Context: an optimization exercise on an open-source flow, tuned for small area, a short achievable clock period and few clock cycles. The choices shown serve that exercise and are no tape-out recipe. Function was checked by simulation only, so behaviour that the tests miss may differ from the original. Power is estimated from default activity; no workload was simulated.

==> design.v <==
module cvu (
    input  wire        clk,
    input  wire        rst,       
    input  wire        req,
    input  wire        we,
    input  wire [3:0]  addr,      
    input  wire [31:0] wdata,
    output wire        ready,
    output reg         rvalid,
    output reg  [31:0] rdata
);
    localparam A_CFG      = 4'd0;
    localparam A_CTRL     = 4'd1;
    localparam A_POLY_LO  = 4'd2;
    localparam A_POLY_HI  = 4'd3;
    localparam A_INIT_LO  = 4'd4;
    localparam A_INIT_HI  = 4'd5;
    localparam A_VALUE_LO = 4'd6;
    localparam A_VALUE_HI = 4'd7;
    localparam A_RES_LO   = 4'd8;
    localparam A_RES_HI   = 4'd9;
    localparam A_DATA8    = 4'd10;
    localparam A_DATA16   = 4'd11;
    localparam A_DATA32   = 4'd12;
    integer i, j;
    reg  [5:0]  width;            
    reg         refin, refout, finv, mode;
    reg  [63:0] poly, init_v;     
    reg  [63:0] pa;               
    reg  [63:0] va;               
    reg  [5:0]  va_sh;
    reg         canon;            
    reg  [31:0] minv;             
    reg  [1:0]  bc;               
    reg         boot;             
    reg  [31:0] poly_lo_hold, init_lo_hold, value_lo_hold;
    reg         plh_ok, ilh_ok, vlh_ok;
    reg  [31:0] poly_hi_latch, init_hi_latch, value_hi_latch, res_hi_latch;
    reg         phl_ok, ihl_ok, vhl_ok, rhl_ok;
    reg         poly_ok, init_ok;
    reg         s_v;
    reg  [3:0]  s_a;
    reg  [31:0] s_d;              
    reg         s_feed, s_t8, s_t16, s_rd, s_res;
    reg         s_cfg, s_ctrl, s_phi, s_ihi, s_vhi, s_plo, s_ilo, s_vlo;
    reg         ready_r;
    assign ready = ready_r;
    wire acc = req && ready_r;
    wire reflect = !mode && refout;
    wire [5:0] va_want = mode ? 6'd0 : ~width;
    wire need_canon = s_feed || (s_res && reflect);
    wire blocked = need_canon && (!canon || (s_feed && !mode && boot));
    wire exec   = s_v && !blocked;
    wire conv   = s_v && need_canon && !canon;     
    wire conv_r = conv && va_sh != 6'd0;           
    wire conv_l = conv && va_sh == 6'd0;           
    wire w_cfg  = exec && s_cfg;
    wire w_ctrl = exec && s_ctrl;
    wire w_phi  = exec && s_phi;
    wire w_ihi  = exec && s_ihi;
    wire w_vhi  = exec && s_vhi;
    wire w_crc  = exec && s_feed && !mode;
    wire w_sum  = exec && s_feed && mode;
    wire rd     = exec && s_rd;
    wire [63:0] mask     = {64{1'b1}} >> ~width;
    wire [63:0] new_mask = {64{1'b1}} >> ~s_d[5:0];
    wire [6:0]  keep_top = {1'b0, va_sh} + {1'b0, s_d[5:0]};
    reg  [63:0] va_keep;
    always @* begin
        for (i = 0; i < 64; i = i + 1)
            va_keep[i] = (i <= keep_top);
    end
    reg  [31:0] lo_hold;
    always @* begin
        case (s_a[2:1])
            2'b01:   lo_hold = plh_ok ? poly_lo_hold : 32'd0;
            2'b10:   lo_hold = ilh_ok ? init_lo_hold : 32'd0;
            default: lo_hold = vlh_ok ? value_lo_hold : 32'd0;
        endcase
    end
    wire [63:0] hi_val = {s_d, lo_hold} & mask;
    reg  [63:0] va_rev;
    always @* begin
        for (i = 0; i < 64; i = i + 1)
            va_rev[i] = va[63 - i];
    end
    reg  [63:0] l_in;
    reg  [5:0]  l_amt;
    always @* begin
        if (conv_l) begin
            l_in = va;           l_amt = va_want;
        end else if (conv || s_rd) begin
            l_in = va_rev;       l_amt = va_sh;       
        end else if (s_cfg) begin
            l_in = poly_ok ? poly : 64'd0;   l_amt = ~s_d[5:0];
        end else if (s_ctrl) begin
            l_in = init_ok ? init_v : 64'd0; l_amt = va_want;
        end else begin
            l_in = hi_val;       l_amt = s_phi ? ~width : va_want;
        end
    end
    wire [63:0] l_out = l_in << l_amt;
    reg  [63:0] l_rev;
    always @* begin
        for (i = 0; i < 64; i = i + 1)
            l_rev[i] = l_out[63 - i];
    end
    wire [63:0] result = (reflect ? va_rev : l_rev) ^ (finv ? mask : 64'd0);
    reg  [31:0] vtop, mb;
    always @* begin
        for (i = 0; i < 32; i = i + 1) begin
            if (s_t8)
                vtop[i] = (i >= 24) ? va[87 - i] : 1'b0;
            else if (s_t16)
                vtop[i] = (i >= 16) ? va[79 - i] : 1'b0;
            else
                vtop[i] = va[63 - i];
        end
        if (boot) begin
            mb[0] = 1'b1;
            for (i = 1; i < 32; i = i + 1)
                mb[i] = pa[64 - i];
        end else begin
            mb = s_d ^ vtop;
        end
    end
    reg  [31:0] prod;
    reg  [31:0] pterm;
    always @* begin
        for (i = 0; i < 32; i = i + 1) begin
            pterm = 32'd0;
            for (j = 0; j <= i; j = j + 1)
                pterm[j] = minv[i - j] & mb[j];
            prod[i] = ^pterm;
        end
    end
    wire [31:0] t = prod;
    reg  [63:0] va_n, va_crc;
    reg  [32:0] vterm;
    always @* begin
        if (s_t8)
            va_n = va << 8;
        else if (s_t16)
            va_n = va << 16;
        else
            va_n = va << 32;
        for (i = 0; i < 64; i = i + 1) begin
            vterm = 33'd0;
            vterm[32] = va_n[i];
            for (j = 0; j < 32; j = j + 1)
                if (i - 31 + j >= 0)
                    vterm[j] = t[j] & pa[i - 31 + j];
            va_crc[i] = ^vterm;
        end
    end
    reg  [31:0] prod_sq;
    always @* begin
        prod_sq = 32'd0;
        for (i = 0; i < 16; i = i + 1)
            prod_sq[2 * i] = prod[i];
    end
    wire [8:0]  bsum01 = {1'b0, s_d[7:0]} + {1'b0, s_d[15:8]};
    wire [8:0]  bsum23 = {1'b0, s_d[23:16]} + {1'b0, s_d[31:24]};
    wire [9:0]  bsum   = {1'b0, bsum01} + {1'b0, bsum23};
    wire [10:0] sum_lo = {1'b0, va[9:0]} + {1'b0, bsum};
    wire [53:0] va_inc = va[63:10] + 54'd1;
    wire [63:0] va_sum = {sum_lo[10] ? va_inc : va[63:10], sum_lo[9:0]} & mask;
    wire       mode_n   = w_cfg ? s_d[12] : mode;
    wire       refin_n  = w_cfg ? s_d[8] : refin;
    wire       refout_n = w_cfg ? s_d[9] : refout;
    wire [5:0] width_n  = w_cfg ? s_d[5:0] : width;
    wire [5:0] va_sh_n  = (w_ctrl || w_vhi || conv_l) ? va_want : conv_r ? 6'd0 : va_sh;
    wire [5:0] va_want_n = mode_n ? 6'd0 : ~width_n;
    wire       canon_n  = va_sh_n == va_want_n;
    wire [1:0] bc_n     = (w_cfg || w_phi) ? 2'd3 : boot ? bc - 2'd1 : 2'd0;
    wire       boot_n   = w_cfg || w_phi || bc[1];
    wire       feed_blk_n = !canon_n || (!mode_n && boot_n);
    wire       res_blk_n  = !canon_n && !mode_n && refout_n;
    wire       stay     = s_v && !exec;
    wire       in_feed = we && (addr == A_DATA8 || addr == A_DATA16 || addr == A_DATA32);
    wire       in_res  = !we && addr == A_RES_LO;
    reg  [31:0] in_bits, in_d;
    always @* begin
        for (i = 0; i < 32; i = i + 1)
            in_bits[i] = (refin_n || mode_n) ? wdata[i] : wdata[(i & ~7) + 7 - (i & 7)];
        case (addr)
            A_DATA8:  in_d = {in_bits[7:0], 24'd0};
            A_DATA16: in_d = {in_bits[15:0], 16'd0};
            A_DATA32: in_d = in_bits;
            default:  in_d = wdata;
        endcase
    end
    wire [31:0] minv_start = {25'd0, l_out[63] ^ l_out[61], 1'b0,
                              l_out[63] ^ l_out[62], 1'b0, l_out[63], 1'b0, 1'b1};
    always @(posedge clk) begin
        if (acc) begin
            s_a    <= addr;
            s_d    <= in_d;
            s_feed <= in_feed;
            s_t8   <= addr == A_DATA8;
            s_t16  <= addr == A_DATA16;
            s_rd   <= !we;
            s_res  <= in_res;
            s_cfg  <= we && addr == A_CFG;
            s_ctrl <= we && addr == A_CTRL && wdata[0];
            s_phi  <= we && addr == A_POLY_HI;
            s_ihi  <= we && addr == A_INIT_HI;
            s_vhi  <= we && addr == A_VALUE_HI;
            s_plo  <= we && addr == A_POLY_LO;
            s_ilo  <= we && addr == A_INIT_LO;
            s_vlo  <= we && addr == A_VALUE_LO;
        end
    end
    always @(posedge clk) begin
        if (rst) begin
            width         <= 6'd31;
            refin         <= 1'b0;
            refout        <= 1'b0;
            finv          <= 1'b0;
            mode          <= 1'b0;
            poly_ok       <= 1'b0;
            init_ok       <= 1'b0;
            pa            <= 64'd0;
            va            <= 64'd0;
            va_sh         <= 6'd32;
            canon         <= 1'b1;
            minv          <= 32'd1;
            bc            <= 2'd0;
            boot          <= 1'b0;
            plh_ok        <= 1'b0;
            ilh_ok        <= 1'b0;
            vlh_ok        <= 1'b0;
            s_v           <= 1'b0;
            ready_r       <= 1'b1;
        end else begin
            if (acc)
                s_v <= 1'b1;
            else if (exec)
                s_v <= 1'b0;
            ready_r <= !((((acc && in_feed) || (stay && s_feed)) && feed_blk_n)
                      || (((acc && in_res) || (stay && !s_feed)) && res_blk_n));
            bc    <= bc_n;
            boot  <= boot_n;
            va_sh <= va_sh_n;
            canon <= canon_n;
            if (w_cfg || w_phi)
                minv <= minv_start;
            else if (bc == 2'd1)
                minv <= prod;
            else if (boot)
                minv <= prod_sq;
            if (w_cfg) begin
                width  <= s_d[5:0];
                refin  <= s_d[8];
                refout <= s_d[9];
                finv   <= s_d[10];
                mode   <= s_d[12];
            end
            if (w_cfg || w_phi)
                pa <= l_out;
            if (w_phi)
                poly_ok <= 1'b1;
            if (w_ihi)
                init_ok <= 1'b1;
            if (exec && s_plo)
                plh_ok <= 1'b1;
            else if (w_phi)
                plh_ok <= 1'b0;
            if (exec && s_ilo)
                ilh_ok <= 1'b1;
            else if (w_ihi)
                ilh_ok <= 1'b0;
            if (exec && s_vlo)
                vlh_ok <= 1'b1;
            else if (w_vhi)
                vlh_ok <= 1'b0;
            if (w_crc)
                va <= va_crc;
            else if (w_sum)
                va <= va_sum;
            else if (w_ctrl || w_vhi || conv_l)
                va <= l_out;
            else if (conv_r)
                va <= l_rev;
            else if (w_cfg)
                va <= va & va_keep;
        end
    end
    always @(posedge clk) begin
        if (w_cfg) begin
            poly   <= poly & new_mask;
            init_v <= init_v & new_mask;
        end
        if (w_phi)
            poly <= hi_val;
        if (w_ihi)
            init_v <= hi_val;
        if (exec && s_plo)
            poly_lo_hold <= s_d;
        if (exec && s_ilo)
            init_lo_hold <= s_d;
        if (exec && s_vlo)
            value_lo_hold <= s_d;
        if (rd) begin
            case (s_a)
                A_POLY_LO:  poly_hi_latch  <= poly[63:32];
                A_INIT_LO:  init_hi_latch  <= init_v[63:32];
                A_VALUE_LO: value_hi_latch <= l_rev[63:32];
                A_RES_LO:   res_hi_latch   <= result[63:32];
                default: ;
            endcase
            case (s_a)
                A_CFG:      rdata <= {19'd0, mode, 1'b0, finv, refout, refin, 2'd0, width};
                A_POLY_LO:  rdata <= poly_ok ? poly[31:0] : 32'd0;
                A_POLY_HI:  rdata <= phl_ok ? poly_hi_latch : 32'd0;
                A_INIT_LO:  rdata <= init_ok ? init_v[31:0] : 32'd0;
                A_INIT_HI:  rdata <= ihl_ok ? init_hi_latch : 32'd0;
                A_VALUE_LO: rdata <= l_rev[31:0];
                A_VALUE_HI: rdata <= vhl_ok ? value_hi_latch : 32'd0;
                A_RES_LO:   rdata <= result[31:0];
                A_RES_HI:   rdata <= rhl_ok ? res_hi_latch : 32'd0;
                default:    rdata <= 32'd0;
            endcase
        end
    end
    always @(posedge clk) begin
        if (rst) begin
            rvalid <= 1'b0;
            phl_ok <= 1'b0;
            ihl_ok <= 1'b0;
            vhl_ok <= 1'b0;
            rhl_ok <= 1'b0;
        end else begin
            rvalid <= rd;
            if (rd) begin
                case (s_a)
                    A_POLY_LO:  phl_ok <= poly_ok;
                    A_INIT_LO:  ihl_ok <= init_ok;
                    A_VALUE_LO: vhl_ok <= 1'b1;
                    A_RES_LO:   rhl_ok <= 1'b1;
                    default: ;
                endcase
            end
        end
    end
endmodule
==> run.sh <==
#!/bin/bash
# synth_recipe.tcl (not shown) runs the flow's synth.tcl, then flattens the netlist and writes it again
# the make line also repeats each setting of config.mk as NAME=value (left out here)
make -C /OpenROAD-flow-scripts/flow DESIGN_CONFIG=/design/flow/config.mk WORK_HOME=/design/flow/orfs CLKGATE_MAP_FILE= SYNTH_SCRIPT=/design/flow/synth_recipe.tcl finish
==> config.mk <==
export PLATFORM = sky130hd
export DESIGN_NAME = cvu
export DESIGN_NICKNAME = cvu
export VERILOG_FILES = /design/flow/design.v
export SDC_FILE = /design/flow/constraint.sdc
export NUM_CORES = 4
export LEC_CHECK = 0
export CAP_MARGIN = 20
export CORE_MARGIN = 2
export CORE_UTILIZATION = 30
export PLACE_DENSITY = 0.5
export SLEW_MARGIN = 20
==> constraint.sdc <==
create_clock -name core_clock -period 24.0 [get_ports {clk}]
set_input_delay 4.8000 -clock core_clock [delete_from_list [all_inputs] [get_ports {clk}]]
set_output_delay 4.8000 -clock core_clock [all_outputs]
set_load 0.01 [all_outputs]
==> results of run 1 <==
==> cells in the final DEF (no fill, tap or decap), types with 24 or more instances in the layout <==
cell type and instances:
nand2_1 2222, xnor2_1 1324, nand3_1 578, o21ai_0 443, edfxtp_1 433, nor2_1 417
buf_4 403, xor2_1 401, a21oi_1 359, dfxtp_1 186, mux2i_1 177, xnor3_1 174
and3_1 134, inv_1 113, nor3_1 112, a211oi_1 88, clkbuf_16 87, o211ai_1 77
clkdlybuf4s50_1 72, nand2b_1 68, a31oi_1 67, a22oi_1 63, a222oi_1 54, mux2_2 49
o21a_1 47, and2_1 42, a22o_1 42, o22ai_1 41, nand4_1 36, a211o_1 34
nor2b_1 33, o311ai_0 32, a21o_1 31, o221ai_1 31, o31ai_1 28, o211a_1 25
a221o_1 24, a311oi_1 24, fa_1 24, ha_1 24
==> power by group <==
part	switching (mW)	internal, mW
Combinational	4.31	1.62
Clock	0.578	0.751
Sequential	0.104	1.22
==> worst paths after layout <==
kind              start          endpoint  slack [ps]
max              s_d[2]            va[14]       16490
min          init_v[40]  init_hi_latch[8]         460
max reg2reg      s_d[2]            va[14]       16490
min reg2reg  init_v[40]  init_hi_latch[8]         460
==> final cells by class <==
cell class | count | area, um^2 | share of cell area
timing repair buffer | 480 | 3801 | 0.04761
inverter | 120 | 452.9 | 0.005673
clock buffer | 103 | 2255 | 0.02824
antenna | 21 | 52.55 | 0.0006582
tap | 3185 | 3985 | 0.04991
multi-input combinational | 7787 | 51870 | 0.6497
sequential | 625 | 16860 | 0.2111
clock inverter | 48 | 565.5 | 0.007084
==> cells by family (layout without fill, tap and decap cells) <==
| family | count (synthesis) | count (layout) | synth area share |
|---|---|---|---|
| DFF | 625 | 625 | 0.2314 |
| and+or+nand+nor | 3783 | 3783 | 0.2239 |
| muxes | 241 | 241 | 0.03437 |
| adders and majority gates | 48 | 48 | 0.01072 |
| buffers and inverters | 1060 | 751 | 0.06328 |
| AOI/OAI and AO/OA | 1780 | 1780 | 0.1653 |
| xor gates and xnor gates | 1935 | 1935 | 0.2710 |
| other | 0 | 21 | 0 |
==> metrics by stage <==
stage               hold WS, ps  cell area, um^2
floorplan                 431.8            72800
global placement          444.0            76890
detailed placement        463.2            76920
CTS                       473.7            79740
global route              489.9            79790
finish                    464.4            79840
==> state kept, by name (all words and copies together), names as in the netlist, 2 cells and up <==
name and count:
init_hi_latch 32, width 6, init_lo_hold 32, s_a 4
res_hi_latch 32, value_lo_hold 32, poly_lo_hold 32, pa 64
poly 64, minv 32, s_d 32, poly_hi_latch 32
va_sh 6, value_hi_latch 32, init_v 64, bc 2
rdata 32, va 64
==> worst max-delay path, delay by kind of cell (launching register included) <==
kind                     cells  cell delay, ps
AO/OA/AOI/OAI                9            2860
XOR/XNOR                     1             720
adder cells (fa/ha/maj)      4            1880
flip-flops                   1             320
AND/OR/NAND/NOR              2             630
buffers and inverters        5             950
==> per-layer routing <==
layer | up-vias | share of wire | global-route usage
met3 | 1151 | 0.13 | 0.1073
met5 | - | 0.00095 | 0
met1 | 38505 | 0.39 | 0.4749
met2 | 6151 | 0.41 | 0.5141
met4 | 60 | 0.069 | 0.1982
li1 | 31780 | - | -
==> impl_metrics.py, run 1 <==
metrics = {
    "timing": {
        "period_needed_ps": 7507,
        "setup_viol": 0,
        "finalWorstSetupSlack_ps": 16490,
        "setup_tns_ps": 0,
        "period_share": 0.3128,
        "fmax_mhz": 133.2,
        "final_hold_viol_count": 0,
        "rsz0062_at_grt": "false",
        "tightest_slew_ps": 1358,
        "slew_viol_final": 0,
        "skew_ps": 55.28,
        "relSlewSlack": 0.08887,
    },
    "die": {
        "die-area_um2": 246600,
        "start_util": 0.3021,
        "top_level_ports": 74,
        "num_rows": 180,
        "die_w_um": 496.6,
        "core_um2": 241000,
        "die_y_um": 496.6,
    },
    "finish": {
        "final_core_util": 0.3313,
        "drive_gt1_frac": 0.08251,
        "area_growth_pct": 9.664,
        "fillers": 25397,
        "finalNonFillerCells": 12369,
        "fin_nets": 9184,
    },
    "yosys": {
        "synth_most_common_cell": "nand2_1",
        "yosysTopAreaCell": "edfxtp_1",
        "synth_top_area_share": 0.1786,
        "synth_ff_type": "edfxtp_1",
        "ys.warnings.count": 1,
        "syn_area_um2": 72800,
        "synth_edf_count": 433,
        "ys_types": 107,
        "syn_avg_cell_area_um2": 7.686,
        "synth_fp_nets": 9560,
        "synth_commonest_cells": "nand2_1 (2228), xnor2_1 (1330), nand3_1 (578)",
        "synthTopCellsByArea": "edfxtp_1 (18%), xnor2_1 (16%), nand2_1 (11%), xnor3_1 (5.9%), dfxtp_1 (5.3%)",
        "ys_seq_area_frac": 0.2314,
        "syn-instance-count": 9472,
        "synthArstFlopShare": 0,
        "ys_seq_elements": 625,
    },
    "worst_setup_path": {
        "slowest_delay_ps": 720,
        "required_ps": 24630,
        "critPathKind": "flip-flop to flip-flop",
        "crit_fanout": 24,
        "start_kind": "flip-flop",
        "end_kind": "flip-flop",
        "path_cells": "buf_4 -> inv_1 -> fa_1 -> inv_1 -> fa_1 -> inv_1 -> fa_1 -> inv_1 -> ha_1 -> a21o_1 -> a21oi_1 -> o21bai_1 -> a21oi_1 -> o21bai_1 -> a21oi_1 -> o22a_1 -> nand2_1 -> and4_1 -> xor2_1 -> a31oi_1 -> a311oi_1",
        "arrival_ps": 8140,
        "crit_path_frequent_cell": "inv_1",
        "r2r_cells": 21,
        "slowest_stage": "xor2_1",
    },
    "cts": {
        "cts_tree": "built",
        "clock_path_buffers": 3,
        "htree_num_levels": 3,
        "clkLatencyLatePin_ps": 770,
        "postCtsSetupBuffers": 0,
        "clkSinkCount": 625,
        "cts_resized": 0,
        "cts_inserted_buffers": 82,
        "cts_root_buffer": "clkbuf_16",
        "path_clk_slew_ps": 60,
        "holdBufCountCts": 0,
    },
    "global_route": {
        "grt_usage": 0.3576,
        "grt_max_degree": 134,
        "grt_pass1_wl_um": 617400,
        "grt.overflow.total": 0,
        "grt_pass1_vias": 69507,
        "grt_antenna_before_repair": 66,
    },
    "job": {
        "drv_cap": 0,
    },
    "placement": {
        "place_hpwl_um": 315000,
        "numPortBuffers": 73,
        "dp_cells": 12194,
        "post-place-ws_ps": 16440,
        "gp_congestion": 1.068,
    },
    "detailed_routing": {
        "antenna_left": 0,
        "routed_via_density": 6.278,
        "wl_per_cell_um": 37.00,
        "drt_iter0_markers": 13609,
        "drc": 0,
        "first_pass_iters": 10,
        "via_count": 77647,
        "wl_um": 457600,
    },
    "power_and_ir_drop": {
        "power_mw": 8.580,
        "ir_worst_vdd_mv": 0.1876,
        "p_leak_nw": 26.61,
        "power_density_nw_per_um2": 107.5,
    },
    "hold_path": {
        "hold_depth": 0,
        "hold_path.class": "flip-flop to flip-flop",
    },
    "run_status": {
        "status": "timing/DRC/antenna clean",
    },
}
Testbench counts, summed over its fixed seeds: cycles 3,538.
==> run 2, diff against run 1 <==
--- a/design.v
+++ b/design.v
@@ -32,2 +32,3 @@
     reg         canon;            
+    reg         va_sh0;           
     reg  [31:0] minv;             
@@ -54,4 +55,4 @@
     wire conv   = s_v && need_canon && !canon;     
-    wire conv_r = conv && va_sh != 6'd0;           
-    wire conv_l = conv && va_sh == 6'd0;           
+    wire conv_r = conv && !va_sh0;                 
+    wire conv_l = conv && va_sh0;                  
     wire w_cfg  = exec && s_cfg;
@@ -74,7 +75,5 @@
     always @* begin
-        case (s_a[2:1])
-            2'b01:   lo_hold = plh_ok ? poly_lo_hold : 32'd0;
-            2'b10:   lo_hold = ilh_ok ? init_lo_hold : 32'd0;
-            default: lo_hold = vlh_ok ? value_lo_hold : 32'd0;
-        endcase
+        lo_hold = ({32{s_phi && plh_ok}} & poly_lo_hold)
+                | ({32{s_ihi && ilh_ok}} & init_lo_hold)
+                | ({32{s_vhi && vlh_ok}} & value_lo_hold);
     end
@@ -137,4 +136,31 @@
     wire [31:0] t = prod;
-    reg  [63:0] va_n, va_crc;
-    reg  [32:0] vterm;
+    function [14:0] cm8(input [7:0] a, input [7:0] b);
+        integer x, y;
+        begin
+            cm8 = 15'd0;
+            for (x = 0; x < 8; x = x + 1)
+                for (y = 0; y < 8; y = y + 1)
+                    cm8[x + y] = cm8[x + y] ^ (a[x] & b[y]);
+        end
+    endfunction
+    function [30:0] cm16k(input [15:0] a, input [15:0] b);
+        reg [14:0] l, h, m;
+        begin
+            l = cm8(a[7:0], b[7:0]);
+            h = cm8(a[15:8], b[15:8]);
+            m = cm8(a[7:0] ^ a[15:8], b[7:0] ^ b[15:8]);
+            cm16k = {16'd0, l} ^ ({16'd0, m ^ l ^ h} << 8) ^ ({16'd0, h} << 16);
+        end
+    endfunction
+    function [15:0] lm16(input [15:0] a, input [15:0] b);    
+        integer x, y;
+        begin
+            lm16 = 16'd0;
+            for (x = 0; x < 16; x = x + 1)
+                for (y = 0; y + x < 16; y = y + 1)
+                    lm16[x + y] = lm16[x + y] ^ (a[x] & b[y]);
+        end
+    endfunction
+    reg  [63:0] va_n;
+    reg  [31:0] tp;
     always @* begin
@@ -146,11 +172,13 @@
             va_n = va << 32;
-        for (i = 0; i < 64; i = i + 1) begin
-            vterm = 33'd0;
-            vterm[32] = va_n[i];
-            for (j = 0; j < 32; j = j + 1)
-                if (i - 31 + j >= 0)
-                    vterm[j] = t[j] & pa[i - 31 + j];
-            va_crc[i] = ^vterm;
-        end
+        for (i = 0; i < 32; i = i + 1)
+            tp[i] = t[31 - i];
     end
+    wire [15:0] tp0 = tp[15:0], tp1 = tp[31:16];
+    wire [30:0] km_l  = cm16k(tp0, pa[15:0]);
+    wire [30:0] km_h  = cm16k(tp1, pa[31:16]);
+    wire [30:0] km_m  = cm16k(tp0 ^ tp1, pa[15:0] ^ pa[31:16]);
+    wire [30:0] km_lc = cm16k(tp0, pa[47:32]);
+    wire [15:0] km_x  = lm16(tp0, pa[63:48]) ^ lm16(tp1, pa[47:32]);
+    wire [63:0] va_crc = va_n ^ {33'd0, km_l} ^ ({33'd0, km_m ^ km_l ^ km_h} << 16)
+                       ^ ({33'd0, km_h} << 32) ^ {1'b0, km_lc, 32'd0} ^ {km_x, 48'd0};
     reg  [31:0] prod_sq;
@@ -161,6 +189,33 @@
     end
-    wire [8:0]  bsum01 = {1'b0, s_d[7:0]} + {1'b0, s_d[15:8]};
-    wire [8:0]  bsum23 = {1'b0, s_d[23:16]} + {1'b0, s_d[31:24]};
-    wire [9:0]  bsum   = {1'b0, bsum01} + {1'b0, bsum23};
-    wire [10:0] sum_lo = {1'b0, va[9:0]} + {1'b0, bsum};
+    wire [9:0]  cs_a = {2'd0, s_d[7:0]};
+    wire [9:0]  cs_b = {2'd0, s_d[15:8]};
+    wire [9:0]  cs_c = {2'd0, s_d[23:16]};
+    wire [9:0]  cs_d = {2'd0, s_d[31:24]};
+    wire [10:0] cs1_s = {1'b0, cs_a ^ cs_b ^ cs_c};
+    wire [10:0] cs1_c = {(cs_a & cs_b) | (cs_a & cs_c) | (cs_b & cs_c), 1'b0};
+    wire [10:0] cs2_s = cs1_s ^ cs1_c ^ {1'b0, cs_d};
+    wire [10:0] cs2_c = {(cs1_s[9:0] & cs1_c[9:0]) | (cs1_s[9:0] & cs_d) | (cs1_c[9:0] & cs_d), 1'b0};
+    wire [10:0] cs_v  = {1'b0, va[9:0]};
+    wire [10:0] cs3_s = cs2_s ^ cs2_c ^ cs_v;
+    wire [10:0] cs3_c = {(cs2_s[9:0] & cs2_c[9:0]) | (cs2_s[9:0] & cs_v[9:0]) | (cs2_c[9:0] & cs_v[9:0]), 1'b0};
+    reg  [10:0] pg_g, pg_p, sum_lo;
+    reg  [10:0] ng, np;
+    integer k;
+    always @* begin
+        pg_g = cs3_s & cs3_c;
+        pg_p = cs3_s ^ cs3_c;
+        for (k = 0; k < 4; k = k + 1) begin
+            ng = pg_g;
+            np = pg_p;
+            for (i = 0; i < 11; i = i + 1)
+                if ((i >> k) & 1) begin
+                    j = ((i >> k) << k) - 1;
+                    ng[i] = pg_g[i] | (pg_p[i] & pg_g[j]);
+                    np[i] = pg_p[i] & pg_p[j];
+                end
+            pg_g = ng;
+            pg_p = np;
+        end
+        sum_lo = (cs3_s ^ cs3_c) ^ {pg_g[9:0], 1'b0};
+    end
     wire [53:0] va_inc = va[63:10] + 54'd1;
@@ -226,2 +281,3 @@
             canon         <= 1'b1;
+            va_sh0        <= 1'b0;
             minv          <= 32'd1;
@@ -245,2 +301,3 @@
             canon <= canon_n;
+            va_sh0 <= va_sh_n == 6'd0;
             if (w_cfg || w_phi)
==> run 2 against run 1 <==
Net effect:
- register-to-register slack hardly changed
- wire length is 15% lower
- setup slack better by 7.5 ps
- sequential cell count is 1 higher
- die area is 8.2% lower
- first-iteration DRC count is 13% lower
- sequential power hardly changed
- clock skew is 41 ps higher
- hold slack worse by 49 ps
- synthesized cell count is 9.4% lower
- final cell count is 8.2% lower
- clock-buffer cell count is 6 lower
- critical endpoint is now va[11]
- largest power group unchanged
==> impl_metrics.py, run 2 <==
metrics = {
    "run_status": {
        "status": "timing/DRC/antenna clean",
    },
    "finish": {
        "final_cell_mix": "nand2_1 (1543), xnor2_1 (1235), nor2_1 (705)",
        "fin_nets": 8391,
        "area_growth_pct": 10.60,
        "drive_gt1_frac": 0.08072,
        "final_common_cell": "nand2_1",
        "finalInstanceArea_um2": 73890,
    },
    "detailed_routing": {
        "wl_per_cell_um": 34.13,
        "via_count": 69791,
        "antenna_left": 0,
        "routed_via_density": 6.148,
        "wl_um": 387500,
        "drt_iter0_markers": 11882,
        "drc": 0,
        "first_pass_iters": 7,
    },
    "worst_setup_path": {
        "end_kind": "flip-flop",
        "crit_fanout": 100,
        "critPathKind": "flip-flop to flip-flop",
        "setup.reg_to_reg.worst_slack_ps": 16500,
        "arrival_ps": 8140,
        "required_ps": 24640,
        "start_kind": "flip-flop",
    },
    "yosys": {
        "synth_top_area_share": 0.1946,
        "ys_seq_elements": 626,
        "ys_types": 96,
        "synth_fp_nets": 8670,
        "yosysTopAreaCell": "edfxtp_1",
        "synthTopCellsByArea": "edfxtp_1 (19%), xnor2_1 (16%), nand2_1 (8.7%), dfxtp_1 (5.8%), nand3_1 (5.1%)",
        "synth_edf_count": 433,
        "ys_seq_area_frac": 0.2525,
        "syn-instance-count": 8584,
        "synth_most_common_cell": "nand2_1",
        "synthArstFlopShare": 0,
        "synth_ff_type": "edfxtp_1",
        "syn_area_um2": 66810,
        "syn_avg_cell_area_um2": 7.783,
        "synth_commonest_cells": "nand2_1 (1547), xnor2_1 (1244), nor2_1 (718)",
        "ys.warnings.count": 1,
    },
    "cts": {
        "postCtsSetupBuffers": 0,
        "path_clk_slew_ps": 70,
        "cts_tree": "built",
        "cts_resized": 0,
        "clkLatencyLatePin_ps": 800,
        "htree_num_levels": 3,
        "cts_inserted_buffers": 76,
        "holdBufCountCts": 0,
        "clkSinkCount": 626,
        "cts_root_buffer": "clkbuf_16",
        "clock_path_buffers": 3,
    },
    "die": {
        "top_level_ports": 74,
        "die_w_um": 475.9,
        "die_y_um": 475.9,
        "die-area_um2": 226500,
        "start_util": 0.3011,
        "num_rows": 173,
        "core_um2": 221900,
    },
    "global_route": {
        "grt_antenna_before_repair": 35,
        "grt_pass1_wl_um": 530900,
        "grt.overflow.total": 0,
        "grt_pass1_vias": 63307,
        "grt_usage": 0.3308,
        "grt_max_degree": 101,
    },
    "timing": {
        "setup_viol": 0,
        "setup_tns_ps": 0,
        "relSlewSlack": 0.06635,
        "period_needed_ps": 7500,
        "fmax_mhz": 133.3,
        "hold_ws_ps": 415.8,
        "slew_viol_final": 0,
        "tightest_slew_ps": 1395,
        "period_share": 0.3125,
        "rsz0062_at_grt": "false",
        "skew_ps": 95.99,
        "final_hold_viol_count": 0,
    },
    "power_and_ir_drop": {
        "power_density_nw_per_um2": 126.2,
        "ir_worst_vdd_mv": 0.1826,
        "p_leak_nw": 24.73,
        "power_mw": 9.325,
    },
    "placement": {
        "gp_congestion": 1.088,
        "numPortBuffers": 73,
        "place_hpwl_um": 272200,
        "placed_area_um2": 71260,
    },
    "hold_path": {
        "hold_path.class": "flip-flop to flip-flop",
    },
    "job": {
        "drv_cap": 0,
    },
}
-- run 2: cell count changes after synthesis, sizes merged, moves of 43 or more --
cell,delta
nand2,-683
a222oi,-43
xnor2,-76
xnor3,-51
nand3,+102
buf,-156
nor2,+288
xor2,-51
and3,-61
-- run 2: cells by family after synthesis --
| group | after synthesis | share of synthesized area |
|---|---|---|
| and+or+nand+nor | 3357 | 0.2165 |
| DFF | 626 | 0.2525 |
| muxes | 227 | 0.03517 |
| adders and majority gates | 46 | 0.01165 |
| buffers and inverters | 883 | 0.05373 |
| AOI/OAI and AO/OA | 1688 | 0.1669 |
| xor gates and xnor gates | 1757 | 0.2636 |
-- run 2: per-stage QoR --
| step | utilization | worst slack (ps) | cells |
|---|---|---|---|
| 2_1_floorplan | - | 17580 | 8584 |
| 3_3_place_gp | 0.3208 | 16330 | 11196 |
| 3_5_place_dp | 0.3212 | 16330 | 11200 |
| 4_1_cts | 0.3324 | 16680 | 11335 |
| 5_1_grt | 0.3329 | 16300 | 11339 |
| 6_report | 0.3330 | 16500 | 11352 |
-- run 2: area by class of cell --
type                            count  area (um^2)
Antenna cell                       15        37.54
Clock buffer                       97         2042
Clock inverter                     38        456.7
Fill cell                       23310       148000
Inverter                           88        332.8
Multi-Input combinational cell   7075        46900
Sequential cell                   626        16880
Tap cell                         2975         3722
Timing Repair Buffer              438         3513
-- run 2: metal layers --
metal | wire, um | track usage | vias up
met5 | 321 | 0.003412 | -
met4 | 31890 | 0.2221 | 30
met3 | 46360 | 0.08825 | 1255
met2 | 163500 | 0.4949 | 5305
met1 | 145400 | 0.4153 | 34051
li1 | - | - | 29150
-- run 2: critical path, stage by stage (launching register included) --
cell and delay, ps:
edfxtp_1 330, buf_4 440, buf_4 790, inv_1 570, a2111o_1 560, nand3_1 210, nand2_1 100, xnor3_1 390
xnor2_1 150, xnor2_1 510, xor2_4 180, buf_4 470, nand2_1 130, xnor2_1 180, xnor2_1 910, xnor3_1 440
xnor2_1 210, nor2_1 60, or4_1 500, a21oi_1 130
-- run 2: power breakdown --
part           internal, mW  leakage [nW]  total (mW)  switching (mW)
logic                  2.12          17.9        6.78            4.66
clock network         0.664          1.19        1.22           0.553
registers              1.22          5.59        1.33           0.107
total                  4.01          24.7        9.32            5.32
-- run 2: worst paths after layout --
| kind | cells after the start | start | to |
|---|---|---|---|
| max reg2reg | 19 | s_t8 | va[11] |
| min reg2reg | 0 | init_v[53] | init_hi_latch[21] |
| min | 0 | init_v[53] | init_hi_latch[21] |
| max | 19 | s_t8 | va[11] |
Testbench counts of run 2, summed over its fixed seeds: cycles 3,538.
==> run 3, diff against run 2 <==
==> flow/run.sh (new file) <==
#!/bin/bash
# Standard ORFS layout with two changes to how it is made (constraints are
# unchanged): the port buffers are buf_4 rather than the flow's default pick,
# and the repair_timing after CTS works towards a setup slack of
# SETUP_SLACK_MARGIN instead of 0.  Global and detailed routing then run as
# standard.
set -euo pipefail
PORTS="BUFFER_PORTS_ARGS=-buffer_cell sky130_fd_sc_hd__buf_4"
bash standard.sh "$PORTS" SETUP_SLACK_MARGIN=18 cts > orfs_make_cts.log 2>&1
bash standard.sh "$PORTS" finish > orfs_make_finish.log 2>&1
==> standard.sh (new file) <==
#!/bin/bash
# synth_recipe.tcl (not shown) runs the flow's synth.tcl, then flattens the netlist and writes it again
# the make line also repeats each setting of config.mk as NAME=value (left out here)
make -C /OpenROAD-flow-scripts/flow DESIGN_CONFIG=/design/flow/config.mk WORK_HOME=/design/flow/orfs CLKGATE_MAP_FILE= SYNTH_SCRIPT=/design/flow/synth_recipe.tcl "${@:-finish}"
--- a/config.mk
+++ b/config.mk
@@ -7,3 +7,3 @@
 export LEC_CHECK = 0
-export CAP_MARGIN = 20
+export CAP_MARGIN = 30
 export CORE_MARGIN = 2
@@ -11,2 +11,2 @@
 export PLACE_DENSITY = 0.5
-export SLEW_MARGIN = 20
+export SLEW_MARGIN = 30
removed: run.sh
==> run 3 against run 2 <==
Net effect:
- area after synthesis stayed put
- non-clock buffer count is 53 higher
- register-to-register slack better by 760 ps
- combinational power is 9.4% higher
- critical path depth is 3 lower
- sequential share of layout area is 0.48 points lower
- core utilization is 0.73 points higher
- setup slack better by 760 ps
- still clean
- sequential power hardly changed
- clock power is 4% higher
- first-iteration DRC count is 4.3% lower
- largest power group unchanged
==> impl_metrics.py, run 3 <==
metrics = {
    "global_route": {
        "grt_pass1_wl_um": 545600,
        "grt_pass1_vias": 64142,
        "grt_usage": 0.3427,
        "grt.overflow.total": 0,
        "grt_max_degree": 108,
        "grt_antenna_before_repair": 39,
    },
    "detailed_routing": {
        "top_layer_used": "met5",
        "routed-wl-met2_um": 170200,
        "drt_iter0_markers": 11377,
        "routed_via_density": 6.121,
        "via_count": 69866,
        "wl_per_cell_um": 35.15,
        "drt-met1-wl_um": 153500,
        "drc": 0,
        "wl_um": 401200,
        "first_pass_iters": 10,
        "antenna_left": 0,
        "dr_wl_met3_um": 43990,
    },
    "placement": {
        "numPortBuffers": 73,
        "place_hpwl_um": 282500,
        "gp_congestion": 1.084,
    },
    "cts": {
        "cts_inserted_buffers": 79,
        "path_clk_slew_ps": 60,
        "clkLatencyLatePin_ps": 750,
        "cts_tree": "built",
        "cts_root_buffer": "clkbuf_16",
        "holdBufCountCts": 0,
        "clock_path_buffers": 3,
        "htree_num_levels": 3,
        "clkSinkCount": 626,
    },
    "die": {
        "die-area_um2": 226500,
        "core_um2": 221900,
        "start_util": 0.3011,
        "top_level_ports": 74,
        "die_w_um": 475.9,
        "num_rows": 173,
        "die_y_um": 475.9,
    },
    "timing": {
        "period_needed_ps": 6738,
        "relSlewSlack": 0.2446,
        "setup_viol": 0,
        "fmax_mhz": 148.4,
        "slew_viol_final": 0,
        "hold_ws_ps": 446.8,
        "skew_ps": 80.79,
        "setup_tns_ps": 0,
        "final_hold_viol_count": 0,
        "tightest_slew_ps": 1121,
        "period_share": 0.2808,
        "rsz0062_at_grt": "false",
    },
    "worst_setup_path": {
        "start_kind": "flip-flop",
        "slowest_stage": "a31oi_1",
        "arrival_ps": 7370,
        "crit_path_frequent_cell": "o21ai_0",
        "critPathBufInv": 1,
        "crit_family": "compound AO/OA/AOI/OAI gates",
        "crit_fanout": 30,
        "path_cells": "buf_4 -> o211ai_1 -> a32o_1 -> a211o_1 -> a31oi_1 -> a211oi_1 -> a21oi_1 -> mux2i_1 -> a21boi_1 -> mux2_2 -> nand2_1 -> o211ai_1 -> o21ai_0 -> o21ai_0 -> o21ai_0 -> o22ai_1",
        "required_ps": 24630,
        "slowest_delay_ps": 890,
        "critPathKind": "flip-flop to flip-flop",
        "end_kind": "flip-flop",
    },
    "yosys": {
        "synth_top_area_share": 0.1946,
        "ys_types": 96,
        "ys_seq_elements": 626,
        "synth_most_common_cell": "nand2_1",
        "syn_avg_cell_area_um2": 7.783,
        "yosysTopAreaCell": "edfxtp_1",
        "ys.warnings.count": 1,
        "syn_area_um2": 66810,
        "synth_edf_count": 433,
        "synth_ff_type": "edfxtp_1",
        "syn-instance-count": 8584,
        "synthArstFlopShare": 0,
        "synth_commonest_cells": "nand2_1 (1547), xnor2_1 (1244), nor2_1 (718)",
        "ys_seq_area_frac": 0.2525,
        "synthTopCellsByArea": "edfxtp_1 (19%), xnor2_1 (16%), nand2_1 (8.7%), dfxtp_1 (5.8%), nand3_1 (5.1%)",
        "synth_fp_nets": 8670,
    },
    "hold_path": {
        "hold_path.class": "flip-flop to flip-flop",
    },
    "finish": {
        "fin_nets": 8449,
        "area_growth_pct": 13.01,
        "multi_input_area_um2": 47840,
        "final_common_cell": "nand2_1",
        "layout.area.seq_um2": 16880,
        "final_cell_mix": "nand2_1 (1540), xnor2_1 (1194), nor2_1 (705)",
        "fillers": 23202,
        "drive_gt1_frac": 0.1098,
    },
    "power_and_ir_drop": {
        "p_leak_nw": 25.56,
        "ir_worst_vdd_mv": 0.2419,
        "power_density_nw_per_um2": 132.4,
    },
    "job": {
        "drv_cap": 0,
    },
    "run_status": {
        "status": "timing/DRC/antenna clean",
    },
}
-- run 3: cell count changes in the layout (fill, tap and decap cells not counted), moves of 8 or more --
cell	delta
xnor2_2	+29
xnor2_1	-41
xnor2_4	+12
buf_8	+8
clkdlybuf4s50_1	-72
o21ai_0	-15
buf_4	+66
buf_6	+41
o21ai_1	+13
-- run 3: worst reg2reg max path: cells and delay by family (launching register included) --
| family | cells | cell delay, ps |
|---|---|---|
| and+or+nand+nor | 1 | 520 |
| muxes | 2 | 420 |
| buffers and inverters | 1 | 550 |
| DFF | 1 | 690 |
| AOI/OAI and AO/OA | 12 | 4490 |
-- run 3: kinds of logic (layout without fill, tap and decap cells) --
logic type	Yosys count	count (layout)	share of synthesized area
AO/OA/AOI/OAI	1688	1689	0.1669
XOR/XNOR	1757	1757	0.2636
adder cells (fa/ha/maj)	46	46	0.01165
buffers and inverters	883	725	0.05373
flip-flops	626	626	0.2525
multiplexers	227	227	0.03517
other	0	12	0
AND/OR/NAND/NOR	3357	3358	0.2165
-- run 3: cell type report --
cell class / count / share of cell area
multi-input combinational: 7077 / 0.6337
sequential: 626 / 0.2236
timing repair buffer: 491 / 0.05325
tap: 2975 / 0.04930
clock buffer: 100 / 0.02804
clock inverter: 46 / 0.007043
inverter: 88 / 0.004607
antenna: 12 / 0.0003977
-- run 3: routing by layer --
| layer | vias to the layer above | global-route usage |
|---|---|---|
| li1 | 29299 | - |
| met1 | 34301 | 0.4382 |
| met2 | 5091 | 0.5145 |
| met3 | 1155 | 0.07494 |
| met4 | 20 | 0.2334 |
| met5 | - | 0 |
-- run 3: path summary, 6_finish.rpt --
path / startpoint / to / slack [ps] / cells after the start
worst max register to register: width[2] / va[34] / 17260 / 16
worst min register to register: poly[52] / poly_hi_latch[20] / 450 / 0
worst max-delay path: width[2] / va[34] / 17260 / 16
worst min-delay path: poly[52] / poly_hi_latch[20] / 450 / 0
-- run 3: stage by stage --
stage,util,worst slack [ps],power [mW],cell area [um^2],cells
floorplan,-,17790,5.432,66900,8584
global placement,0.3207,16340,7.982,71150,11206
detailed placement,0.3214,16500,8.014,71300,11208
CTS,0.3399,17880,9.776,75400,11397
global route,0.3402,17450,10.18,75470,11405
finish,0.3403,17260,9.999,75500,11415
-- run 3: what timing repair did --
item,in CTS,in global routing
endpoints found under the setup margin,217,0
setup buffers,40,0
gates resized for setup,207,0
-- run 3: report_power, final --
group	total [mW]	switching, mW	internal, mW
logic	7.42	4.92	2.50
registers	1.31	0.0891	1.22
clock network	1.27	0.558	0.709
total	10.0	5.57	4.43
==> run 4, diff against run 3 <==
--- a/config.mk
+++ b/config.mk
@@ -9,4 +9,4 @@
 export CORE_MARGIN = 2
-export CORE_UTILIZATION = 30
-export PLACE_DENSITY = 0.5
+export CORE_UTILIZATION = 45
+export PLACE_DENSITY = 0.62
 export SLEW_MARGIN = 30
==> run 4 against run 3 <==
Net effect:
- largest cell class unchanged
- global-route usage up 16 points
- combinational power down 3.2%
- wire length shrank 1.9%
==> impl_metrics.py, run 4 <==
metrics = {
    "detailed_routing": {
        "drt_iter0_markers": 12515,
        "routed_via_density": 6.959,
        "via_count": 72189,
        "antenna_left": 0,
        "drc": 0,
        "wl_per_cell_um": 37.96,
        "first_pass_iters": 10,
        "wl_um": 393700,
    },
    "die": {
        "num_rows": 141,
        "die_y_um": 389.3,
        "die_w_um": 389.3,
        "die-area_um2": 151600,
        "core_um2": 147500,
        "top_level_ports": 74,
        "start_util": 0.4530,
    },
    "yosys": {
        "synth_fp_nets": 8670,
        "ys_seq_area_frac": 0.2525,
        "syn-instance-count": 8584,
        "synth_ff_type": "edfxtp_1",
        "synth_edf_count": 433,
        "ys_types": 96,
        "syn_avg_cell_area_um2": 7.783,
        "synthTopCellsByArea": "edfxtp_1 (19%), xnor2_1 (16%), nand2_1 (8.7%), dfxtp_1 (5.8%), nand3_1 (5.1%)",
        "synthArstFlopShare": 0,
        "ys_seq_elements": 626,
        "syn_area_um2": 66810,
        "synth_commonest_cells": "nand2_1 (1547), xnor2_1 (1244), nor2_1 (718)",
        "synth_top_area_share": 0.1946,
        "ys.warnings.count": 1,
        "yosysTopAreaCell": "edfxtp_1",
        "synth_most_common_cell": "nand2_1",
    },
    "timing": {
        "finalWorstSetupSlack_ps": 17260,
        "relSlewSlack": 0.1281,
        "skew_ps": 87.61,
        "tightest_slew_ps": 1308,
        "final_hold_viol_count": 0,
        "setup_viol": 0,
        "setup_tns_ps": 0,
        "slew_viol_final": 0,
        "rsz0062_at_grt": "false",
        "period_needed_ps": 6741,
        "fmax_mhz": 148.3,
        "period_share": 0.2809,
    },
    "power_and_ir_drop": {
        "ir_worst_vdd_mv": 0.2150,
        "power_density_nw_per_um2": 132.1,
        "power_mw": 9.777,
        "p_leak_nw": 25.37,
    },
    "finish": {
        "finalInstanceArea_um2": 73990,
        "final_core_util": 0.5017,
        "area_growth_pct": 10.75,
        "final_common_cell": "nand2_1",
        "multi_input_area_um2": 47730,
        "fin_nets": 8424,
        "fillers": 14308,
        "drive_gt1_frac": 0.1056,
        "final_cell_mix": "nand2_1 (1537), xnor2_1 (1208), nor2_1 (701)",
        "layout.area.seq_um2": 16880,
    },
    "worst_setup_path": {
        "critPathKind": "flip-flop to flip-flop",
        "arrival_ps": 7280,
        "crit_path_frequent_cell": "buf_4",
        "path_cells": "buf_4 -> nand2b_1 -> a211o_1 -> a211oi_2 -> buf_4 -> nor2_4 -> buf_4 -> o21ai_1 -> o221ai_1 -> mux2_2 -> a22oi_1 -> o21ai_0 -> nor2_1 -> or3_1 -> o211ai_1 -> o21ai_0 -> nor2_1 -> a31oi_1 -> a311oi_1",
        "required_ps": 24540,
        "slowest_delay_ps": 750,
        "end_kind": "flip-flop",
        "slowest_stage": "or3_1",
        "crit_fanout": 34,
        "start_kind": "flip-flop",
    },
    "placement": {
        "numPortBuffers": 73,
        "post-place-ws_ps": 16740,
        "gp_congestion": 1.159,
        "placed_area_um2": 69990,
        "place_hpwl_um": 275600,
    },
    "cts": {
        "path_clk_slew_ps": 70,
        "clkLatencyLatePin_ps": 760,
        "cts_inserted_buffers": 75,
        "cts_tree": "built",
        "clkSinkCount": 626,
        "cts_root_buffer": "clkbuf_16",
        "htree_num_levels": 3,
        "holdBufCountCts": 0,
        "clock_path_buffers": 3,
    },
    "global_route": {
        "grt_pass1_wl_um": 538000,
        "grt_max_degree": 100,
        "grt.overflow.total": 0,
        "grt_usage": 0.5026,
        "grt_pass1_vias": 64680,
        "grt_antenna_before_repair": 43,
    },
    "job": {
        "drv_cap": 0,
    },
    "hold_path": {
        "hold_path.class": "flip-flop to flip-flop",
    },
    "run_status": {
        "status": "timing/DRC/antenna clean",
    },
}
[run 4: cell count changes in the layout (fill, tap and decap cells not counted), moves of 7 or more]
cell	change
diode_2	+32
xnor2_1	+14
buf_4	-10
xnor2_2	-8
buf_6	-7
clkinv_1	-7
[run 4: cell families after synthesis]
logic type / count (synthesis) / synth area share
fa+ha+maj: 46 / 0.01165
flops: 626 / 0.2525
buf+inv: 883 / 0.05373
simple gates: 3357 / 0.2165
compound gates: 1688 / 0.1669
xor+xnor: 1757 / 0.2636
mux: 227 / 0.03517
[run 4: repair_timing]
item	CTS	global route
gates resized for setup	153	0
setup buffers	30	0
endpoints found under the setup margin	166	0
[run 4: stage by stage]
step,hold WS [ps],std cells
floorplan,433.4,8584
CTS,435.7,10326
detailed placement,468.0,10155
global placement,443.1,10153
finish,426.2,10373
global route,454.5,10330
[run 4: worst paths after layout]
check,from,end,slack [ps],cells past startpoint
worst min-delay path,poly[55],poly_hi_latch[23],430,0
worst min register to register,poly[55],poly_hi_latch[23],430,0
worst max-delay path,s_phi,va[39],17260,19
worst max register to register,s_phi,va[39],17260,19
[run 4: where the power goes]
part	switching [mW]	internal (mW)
Combinational	4.80	2.38
Sequential	0.111	1.22
Clock	0.551	0.714
Total	5.46	4.32
[run 4: final cells by class]
class,instances,area share
Sequential cell,626,0.2282
Clock inverter,40,0.008168
Tap cell,1930,0.03264
Multi-Input combinational cell,7078,0.6451
Timing Repair Buffer,469,0.05161
Antenna cell,44,0.001488
Clock buffer,98,0.02819
Inverter,88,0.004600
[run 4: critical path, delay by kind of cell (launching register included)]
kind | cells | cell delay [ps]
muxes | 1 | 400
AOI/OAI and AO/OA | 10 | 3250
buffers and inverters | 3 | 980
DFF | 1 | 320
and+or+nand+nor | 5 | 1550
[run 4: per-layer routing]
layer,vias to the layer above,GRT usage,wire length (um)
li1,29284,-,-
met1,34464,0.6156,137700
met2,6618,0.7344,161800
met3,1793,0.1582,54080
met4,30,0.3838,39850
met5,-,0,255
==> run 5, diff against run 4 <==
==> flow/run.sh (replaced) <==
#!/bin/bash
# Standard ORFS layout with two changes to how it is made (constraints are
# unchanged): the port buffers are buf_4 rather than the flow's default pick,
# and repair_timing after CTS and after global routing works towards a setup
# slack of SETUP_SLACK_MARGIN instead of 0.
set -euo pipefail
bash standard.sh "BUFFER_PORTS_ARGS=-buffer_cell sky130_fd_sc_hd__buf_4" \
    SETUP_SLACK_MARGIN=18 finish > orfs_make.log 2>&1
--- a/config.mk
+++ b/config.mk
@@ -9,4 +9,4 @@
 export CORE_MARGIN = 2
-export CORE_UTILIZATION = 45
-export PLACE_DENSITY = 0.62
+export CORE_UTILIZATION = 30
+export PLACE_DENSITY = 0.5
 export SLEW_MARGIN = 30
==> run 5 against run 4 <==
Net effect:
- still clean
- clock skew shrank 5.7 ps
- wire length increased by 2.2%
- via count fell by 2.9%
- area after synthesis unchanged
- clock-buffer cell count increased by 2
- clock power is essentially flat
- hold slack improved by 17 ps
- fmax grew 8.7%
- critical endpoint is now rdata[13]
- largest cell class unchanged
==> impl_metrics.py, run 5 <==
metrics = {
    "placement": {
        "dp_cells": 11208,
        "gp_congestion": 1.084,
        "placed_area_um2": 71300,
        "numPortBuffers": 73,
        "place_hpwl_um": 282500,
    },
    "job": {
        "drv_cap": 0,
    },
    "finish": {
        "finalNonFillerCells": 11435,
        "final_cell_mix": "nand2_1 (1537), xnor2_1 (1178), nor2_1 (705)",
        "area_growth_pct": 14.30,
        "fin_nets": 8464,
        "finalInstanceArea_um2": 76360,
        "final_common_cell": "nand2_1",
        "final_core_util": 0.3442,
        "drive_gt1_frac": 0.1180,
    },
    "yosys": {
        "ys_types": 96,
        "synth_edf_count": 433,
        "ys.warnings.count": 1,
        "synthTopCellsByArea": "edfxtp_1 (19%), xnor2_1 (16%), nand2_1 (8.7%), dfxtp_1 (5.8%), nand3_1 (5.1%)",
        "synth_commonest_cells": "nand2_1 (1547), xnor2_1 (1244), nor2_1 (718)",
        "syn_area_um2": 66810,
        "ys_seq_elements": 626,
        "synth_fp_nets": 8670,
        "synth_most_common_cell": "nand2_1",
        "ys_seq_area_frac": 0.2525,
        "synth_top_area_share": 0.1946,
        "synth_ff_type": "edfxtp_1",
        "syn-instance-count": 8584,
        "yosysTopAreaCell": "edfxtp_1",
        "synthArstFlopShare": 0,
        "syn_avg_cell_area_um2": 7.783,
    },
    "global_route": {
        "grt_pass1_vias": 64142,
        "met2_usage": 0.5145,
        "grtUsageMet3": 0.07494,
        "grt_max_degree": 108,
        "grt_antenna_before_repair": 39,
        "grt_pass1_wl_um": 545600,
        "grt.overflow.total": 0,
        "grt_usage": 0.3427,
        "grtUsageMet1": 0.4382,
        "busiest_layer": "met2",
    },
    "detailed_routing": {
        "drc": 0,
        "antenna_left": 0,
        "drt_iter0_markers": 11408,
        "wl_per_cell_um": 35.20,
        "first_pass_iters": 7,
        "wl_um": 402500,
        "via_count": 70115,
        "routed_via_density": 6.132,
    },
    "worst_setup_path": {
        "slowest_stage": "nor2_1",
        "crit_path_frequent_cell": "o21ai_0",
        "critPathKind": "flip-flop to flip-flop",
        "path_cells": "buf_6 -> nor2_1 -> nand2_1 -> a32o_1 -> a22oi_1 -> o21ai_0 -> buf_4 -> mux2i_1 -> mux2_2 -> mux2i_1 -> nor2_1 -> o21ai_0 -> o211ai_1 -> o21ai_0 -> buf_4 -> o21ai_0 -> xnor2_1 -> o21ai_1",
        "slowest_delay_ps": 680,
        "required_ps": 24450,
        "end_kind": "flip-flop",
        "start_kind": "flip-flop",
        "crit_fanout": 28,
        "arrival_ps": 6650,
    },
    "cts": {
        "holdBufCountCts": 0,
        "clkLatencyLatePin_ps": 750,
        "cts_root_buffer": "clkbuf_16",
        "path_clk_slew_ps": 60,
        "clock_path_buffers": 3,
        "cts_inserted_buffers": 79,
        "cts_tree": "built",
        "htree_num_levels": 3,
        "clkSinkCount": 626,
    },
    "timing": {
        "setup_tns_ps": 0,
        "fmax_mhz": 161.2,
        "slew_viol_final": 0,
        "rsz0062_at_grt": "true",
        "skew_ps": 81.89,
        "relSlewSlack": 0.2589,
        "period_needed_ps": 6204,
        "period_share": 0.2585,
        "final_hold_viol_count": 0,
        "tightest_slew_ps": 1112,
        "setup_viol": 0,
    },
    "power_and_ir_drop": {
        "power_density_nw_per_um2": 133.4,
        "ir_worst_vdd_mv": 0.2519,
        "p_leak_nw": 25.90,
    },
    "die": {
        "die_y_um": 475.9,
        "start_util": 0.3011,
        "top_level_ports": 74,
        "die-area_um2": 226500,
        "core_um2": 221900,
        "die_w_um": 475.9,
        "num_rows": 173,
    },
    "run_status": {
        "status": "timing/DRC/antenna clean",
    },
    "hold_path": {
        "hold_path.class": "flip-flop to flip-flop",
    },
}
run 5: per-layer routing:
| layer | routed length [um] | vias to the layer above | share of wire |
|---|---|---|---|
| met5 | 125 | - | 0.00031 |
| met4 | 34810 | 16 | 0.086 |
| met3 | 45270 | 1225 | 0.11 |
| met2 | 169600 | 5313 | 0.42 |
| met1 | 152700 | 34227 | 0.38 |
| li1 | - | 29334 | - |
run 5: what timing repair did:
action	4_1_cts	5_1_grt
pin swaps	10	11
endpoints found under the setup margin	217	138
buffers inserted	40	12
gates resized for setup	207	165
gates cloned	3	3
run 5: area by class of cell:
cell class | count | area (um^2)
antenna | 17 | 42.54
fill | 23132 | 145500
tap | 2975 | 3722
multi-input combinational | 7078 | 48270
clock inverter | 46 | 531.8
timing repair buffer | 505 | 4434
clock buffer | 100 | 2117
inverter | 88 | 347.8
sequential | 626 | 16890
run 5: stage by stage:
step / hold slack [ps] / setup slack [ps] / total power, mW
6_report: 443.3 / 17800 / 10.19
2_1_floorplan: 433.4 / 17790 / 5.432
4_1_cts: 443.4 / 17880 / 9.776
3_3_place_gp: 449.5 / 16340 / 7.982
3_5_place_dp: 455.5 / 16500 / 8.014
5_1_grt: 472.5 / 17900 / 10.37
run 5: cells by family (layout without fill, tap and decap cells):
kind of cell | Yosys count | after routing | synth area share
and+or+nand+nor | 3357 | 3358 | 0.2165
DFF | 626 | 626 | 0.2525
muxes | 227 | 227 | 0.03517
xor gates and xnor gates | 1757 | 1758 | 0.2636
buffers and inverters | 883 | 739 | 0.05373
AOI/OAI and AO/OA | 1688 | 1689 | 0.1669
other | 0 | 17 | 0
adders and majority gates | 46 | 46 | 0.01165
run 5: worst paths after layout:
| kind | start | end | slack, ps | cells past startpoint |
|---|---|---|---|---|
| worst max-delay path | width[1] | rdata[13] | 17800 | 18 |
| worst max register to register | width[1] | rdata[13] | 17800 | 18 |
| worst min-delay path | poly[52] | poly_hi_latch[20] | 440 | 0 |
| worst min register to register | poly[52] | poly_hi_latch[20] | 440 | 0 |
run 5: worst max-delay path: cells and delay by family, from the launching register on:
kind            cells  cell delay [ps]
compound gates      8             2520
simple gates        3             1130
buf+inv             3              810
mux                 3              770
flops               1              500
xor+xnor            1              190
run 5: power by group:
part,internal (mW),switching (mW)
Sequential,1.22,0.0893
Clock,0.709,0.557
Combinational,2.62,4.99
Total,4.55,5.64
==> run 6, diff against run 5 <==
--- a/design.v
+++ b/design.v
@@ -85,16 +85,16 @@
     end
-    reg  [63:0] l_in;
+    reg         l_va, l_rev_in, l_poly, l_init;
     reg  [5:0]  l_amt;
+    reg  [63:0] l_in;
     always @* begin
-        if (conv_l) begin
-            l_in = va;           l_amt = va_want;
-        end else if (conv || s_rd) begin
-            l_in = va_rev;       l_amt = va_sh;       
-        end else if (s_cfg) begin
-            l_in = poly_ok ? poly : 64'd0;   l_amt = ~s_d[5:0];
-        end else if (s_ctrl) begin
-            l_in = init_ok ? init_v : 64'd0; l_amt = va_want;
-        end else begin
-            l_in = hi_val;       l_amt = s_phi ? ~width : va_want;
-        end
+        if (l_va)
+            l_in = va;
+        else if (l_rev_in)
+            l_in = va_rev;
+        else if (l_poly)
+            l_in = poly_ok ? poly : 64'd0;
+        else if (l_init)
+            l_in = init_ok ? init_v : 64'd0;
+        else
+            l_in = hi_val;
     end
@@ -234,2 +234,3 @@
     wire       stay     = s_v && !exec;
+    wire       reflect_n = !mode_n && refout_n;
     wire       in_feed = we && (addr == A_DATA8 || addr == A_DATA16 || addr == A_DATA32);
@@ -247,2 +248,19 @@
     end
+    wire       nf_rd   = acc ? !we : s_rd;
+    wire       nf_cfg  = acc ? (we && addr == A_CFG) : s_cfg;
+    wire       nf_ctrl = acc ? (we && addr == A_CTRL && wdata[0]) : s_ctrl;
+    wire       nf_phi  = acc ? (we && addr == A_POLY_HI) : s_phi;
+    wire       nf_feed = acc ? in_feed : s_feed;
+    wire       nf_res  = acc ? in_res : s_res;
+    wire [5:0] nd_w    = acc ? in_d[5:0] : s_d[5:0];
+    wire       conv_nx  = (nf_feed || (nf_res && reflect_n)) && !canon_n;
+    wire       convl_nx = conv_nx && va_sh_n == 6'd0;
+    wire       l_va_n   = convl_nx;
+    wire       l_rev_n  = !convl_nx && (conv_nx || nf_rd);
+    wire       l_poly_n = !conv_nx && !nf_rd && nf_cfg;
+    wire       l_init_n = !conv_nx && !nf_rd && !nf_cfg && nf_ctrl;
+    wire [5:0] l_amt_n  = convl_nx ? va_want_n
+                        : (conv_nx || nf_rd) ? va_sh_n
+                        : nf_cfg ? ~nd_w
+                        : nf_phi ? ~width_n : va_want_n;
     wire [31:0] minv_start = {25'd0, l_out[63] ^ l_out[61], 1'b0,
@@ -282,2 +300,7 @@
             va_sh0        <= 1'b0;
+            l_va          <= 1'b0;
+            l_rev_in      <= 1'b0;
+            l_poly        <= 1'b0;
+            l_init        <= 1'b0;
+            l_amt         <= 6'd0;
             minv          <= 32'd1;
@@ -302,2 +325,7 @@
             va_sh0 <= va_sh_n == 6'd0;
+            l_va     <= l_va_n;
+            l_rev_in <= l_rev_n;
+            l_poly   <= l_poly_n;
+            l_init   <= l_init_n;
+            l_amt    <= l_amt_n;
             if (w_cfg || w_phi)
==> run 6 against run 5 <==
Net effect:
- synthesized cell count shrank 2.4%
- sequential power decreased by 6%
- via count down 0.58%
- final cell count down 1.3%
- critical path depth stayed put
- critical endpoint is now rdata[15]
- still clean on timing, DRC and antenna
- critical path type unchanged
==> impl_metrics.py, run 6 <==
metrics = {
    "timing": {
        "fmax_mhz": 158.8,
        "skew_ps": 74.34,
        "period_share": 0.2624,
        "finalWorstSetupSlack_ps": 17700,
        "setup_viol": 0,
        "slew_viol_final": 0,
        "rsz0062_at_grt": "true",
        "tightest_slew_ps": 1210,
        "hold_ws_ps": 473.4,
        "final_hold_viol_count": 0,
        "setup_tns_ps": 0,
        "period_needed_ps": 6297,
        "relSlewSlack": 0.1927,
    },
    "yosys": {
        "yosysTopAreaCell": "edfxtp_1",
        "ys.warnings.count": 1,
        "ys_seq_area_frac": 0.2558,
        "syn_avg_cell_area_um2": 7.934,
        "synth_fp_nets": 8467,
        "synth_top_area_share": 0.1928,
        "synthTopCellsByArea": "edfxtp_1 (19%), xnor2_1 (15%), nand2_1 (9.2%), dfxtp_1 (6.3%), xor2_1 (5.5%)",
        "syn-instance-count": 8381,
        "ys_types": 92,
        "synth_ff_type": "edfxtp_1",
        "syn_area_um2": 66490,
        "synthArstFlopShare": 0,
        "synth_commonest_cells": "nand2_1 (1631), xnor2_1 (1144), nor2_1 (621)",
        "synth_edf_count": 427,
        "ys_seq_elements": 636,
        "synth_most_common_cell": "nand2_1",
    },
    "finish": {
        "fin_nets": 8326,
        "final_core_util": 0.3496,
        "finalInstanceArea_um2": 76890,
        "final_common_cell": "nand2_1",
        "final_cell_mix": "nand2_1 (1622), xnor2_1 (1084), nor2_1 (604)",
        "drive_gt1_frac": 0.1364,
        "area_growth_pct": 15.64,
        "finalNonFillerCells": 11281,
    },
    "detailed_routing": {
        "drt_iter0_markers": 11717,
        "via_count": 69705,
        "first_pass_iters": 6,
        "wl_um": 420600,
        "antenna_left": 0,
        "wl_per_cell_um": 37.28,
        "drc": 0,
        "routed_via_density": 6.179,
    },
    "cts": {
        "clkSinkCount": 636,
        "clock_path_buffers": 3,
        "cts_inserted_buffers": 79,
        "htree_num_levels": 3,
        "holdBufCountCts": 0,
        "clkLatencyLatePin_ps": 760,
        "cts_tree": "built",
        "path_clk_slew_ps": 60,
        "cts_root_buffer": "clkbuf_16",
    },
    "worst_setup_path": {
        "crit_fanout": 29,
        "arrival_ps": 6730,
        "end_kind": "flip-flop",
        "critPathKind": "flip-flop to flip-flop",
        "crit_path_frequent_cell": "o21ai_0",
        "path_cells": "buf_6 -> buf_4 -> nor2_2 -> buf_4 -> a32oi_1 -> o21ai_0 -> a221o_1 -> nand2_1 -> o221a_2 -> nor2_1 -> mux2i_1 -> mux2i_1 -> nand2_1 -> o21ai_0 -> o21a_1 -> o21ai_0 -> xor2_1 -> o221ai_1",
        "worstReg2RegStart": "width[4]",
        "required_ps": 24430,
        "slowest_delay_ps": 750,
        "start_kind": "flip-flop",
        "slowest_stage": "o21ai_0",
        "critPathBufInv": 3,
        "critical_path.startpoint": "width[4]",
        "crit_family": "compound AO/OA/AOI/OAI gates",
    },
    "power_and_ir_drop": {
        "netSwitchingFraction": 0.4334,
        "power_density_nw_per_um2": 57.39,
        "net-switching-power_mw": 1.912,
        "power_mw": 4.413,
        "combPwrFrac": 0.430,
        "ir_worst_vdd_mv": 0.05114,
        "intPower_mw": 2.501,
        "clkPwrFrac": 0.292,
        "p_leak_nw": 26.81,
        "seqPwrFrac": 0.278,
    },
    "global_route": {
        "grt_max_degree": 98,
        "grt_antenna_before_repair": 21,
        "grt_pass1_wl_um": 564400,
        "grt_usage": 0.3600,
        "grt.overflow.total": 0,
        "grt_pass1_vias": 63483,
    },
    "placement": {
        "gp_congestion": 1.050,
        "post-place-ws_ps": 16720,
        "placed_area_um2": 71190,
        "place_hpwl_um": 294900,
        "dp_cells": 11027,
        "numPortBuffers": 73,
    },
    "hold_path": {
        "hold_start": "rhl_ok",
        "hold_path.class": "flip-flop to flip-flop",
    },
    "die": {
        "core_um2": 219900,
        "die_y_um": 474.8,
        "die-area_um2": 225400,
        "num_rows": 172,
        "start_util": 0.3023,
        "die_w_um": 474.8,
        "top_level_ports": 74,
    },
    "job": {
        "drv_cap": 0,
    },
    "run_status": {
        "status": "timing/DRC/antenna clean",
    },
}
-- run 6: changes by cell type after synthesis, sizes merged, moves of 35 or more --
cell,before,now
a21oi,351,386
o21ai,442,366
o211ai,94,51
a22o,59,18
nand3,680,434
mux2i,194,233
nand2,1547,1631
xnor2,1259,1154
a221oi,16,73
xor2,351,425
nor2,719,621
o311ai,76,11
and3,75,142
-- run 6: area by class of cell --
type                    count  area, um^2
clock buffers             113        2266
inverters                 104       417.9
repair inverters            2       13.76
diodes                     17       42.54
flip-flops and latches    636       17040
repair buffers            552        4831
well taps                2958        3701
multi-input cells        6865       48170
clock inverters            34       407.9
fillers                 22942      143100
-- run 6: cells by family after synthesis --
family,share of synthesized area
compound gates,0.1623
xor+xnor,0.2667
fa+ha+maj,0.01170
buf+inv,0.05260
flops,0.2558
mux,0.04422
simple gates,0.2067
-- run 6: power groups by stage --
stage	clock network, mW	registers, mW	logic, mW
detailed placement	0	1.26	1.59
CTS	1.29	1.23	1.71
finish	1.29	1.23	1.90
floorplan	0	1.24	0.860
global placement	0	1.26	1.58
global route	1.32	1.23	1.91
-- run 6: layer usage --
layer / part of all wire / wire length (um) / GRT usage / vias up
met5: 0.000031 / 13 / 0 / -
met4: 0.077 / 32410 / 0.2137 / 2
met3: 0.12 / 49530 / 0.08621 / 1119
met2: 0.42 / 176200 / 0.5348 / 5315
met1: 0.39 / 162400 / 0.4718 / 34565
li1: - / - / - / 28704
-- run 6: final timing paths --
path	slack, ps	to	cells after the start
setup reg to reg	17700	rdata[15]	18
setup / recovery	17700	rdata[15]	18
hold reg to reg	470	rhl_ok	2
hold / removal	470	rhl_ok	2
-- run 6: worst register-to-register path: stages, from the launching register on --
cell	delay (ps)
dfxtp_2	330
buf_6	200
buf_4	310
nor2_2	150
buf_4	280
a32oi_1	190
o21ai_0	750
a221o_1	410
nand2_1	300
o221a_2	370
nor2_1	220
mux2i_1	160
mux2i_1	270
nand2_1	80
o21ai_0	310
o21a_1	680
o21ai_0	220
xor2_1	180
o221ai_1	600
-- run 6: timing repair --
action,in CTS,in global routing
setup buffers,35,45
pin swaps,7,28
resized for setup,215,209
setup endpoints to repair,127,113
gates cloned,4,5
Testbench counts of run 6, summed over its fixed seeds: cycles 3,538.

## what the ideal ports hide
The flow's constraints put no driver on any port. The routed layouts listed below were extracted and timed again, unchanged, in two steps. Step 1, drivers: a clkbuf_16 drives clk and a buf_2 each remaining input, both assumed. Step 2 times the ports against the registers' clock, not the clock port: input delays grow and output delays shrink by t, the midpoint of the rising clock arrivals with the driver on. Slacks: ideal ports / drivers / drivers and shift; pairs: ideal ports / drivers.
run | t, ns | setup slack, ns | latest minus earliest clock arrival (ns)
run 1 | 0.819 | 16.493 / 16.493 / 16.493 | 0.055 / 0.055
run 2 | 0.848 | 16.500 / 16.500 / 16.258 | 0.096 / 0.096
run 3 | 0.801 | 17.262 / 17.262 / 17.195 | 0.081 / 0.081
run 4 | 0.813 | 17.259 / 17.259 / 17.169 | 0.088 / 0.088
run 5 | 0.801 | 17.796 / 17.796 / 17.332 | 0.082 / 0.082
run 6 | 0.801 | 17.703 / 17.703 / 17.174 | 0.075 / 0.074
After both steps setup and hold are still met in every run listed. The setup slack of run 6, which loses most, moves by 0.000 ns with the drivers and by -0.529 ns with both steps.
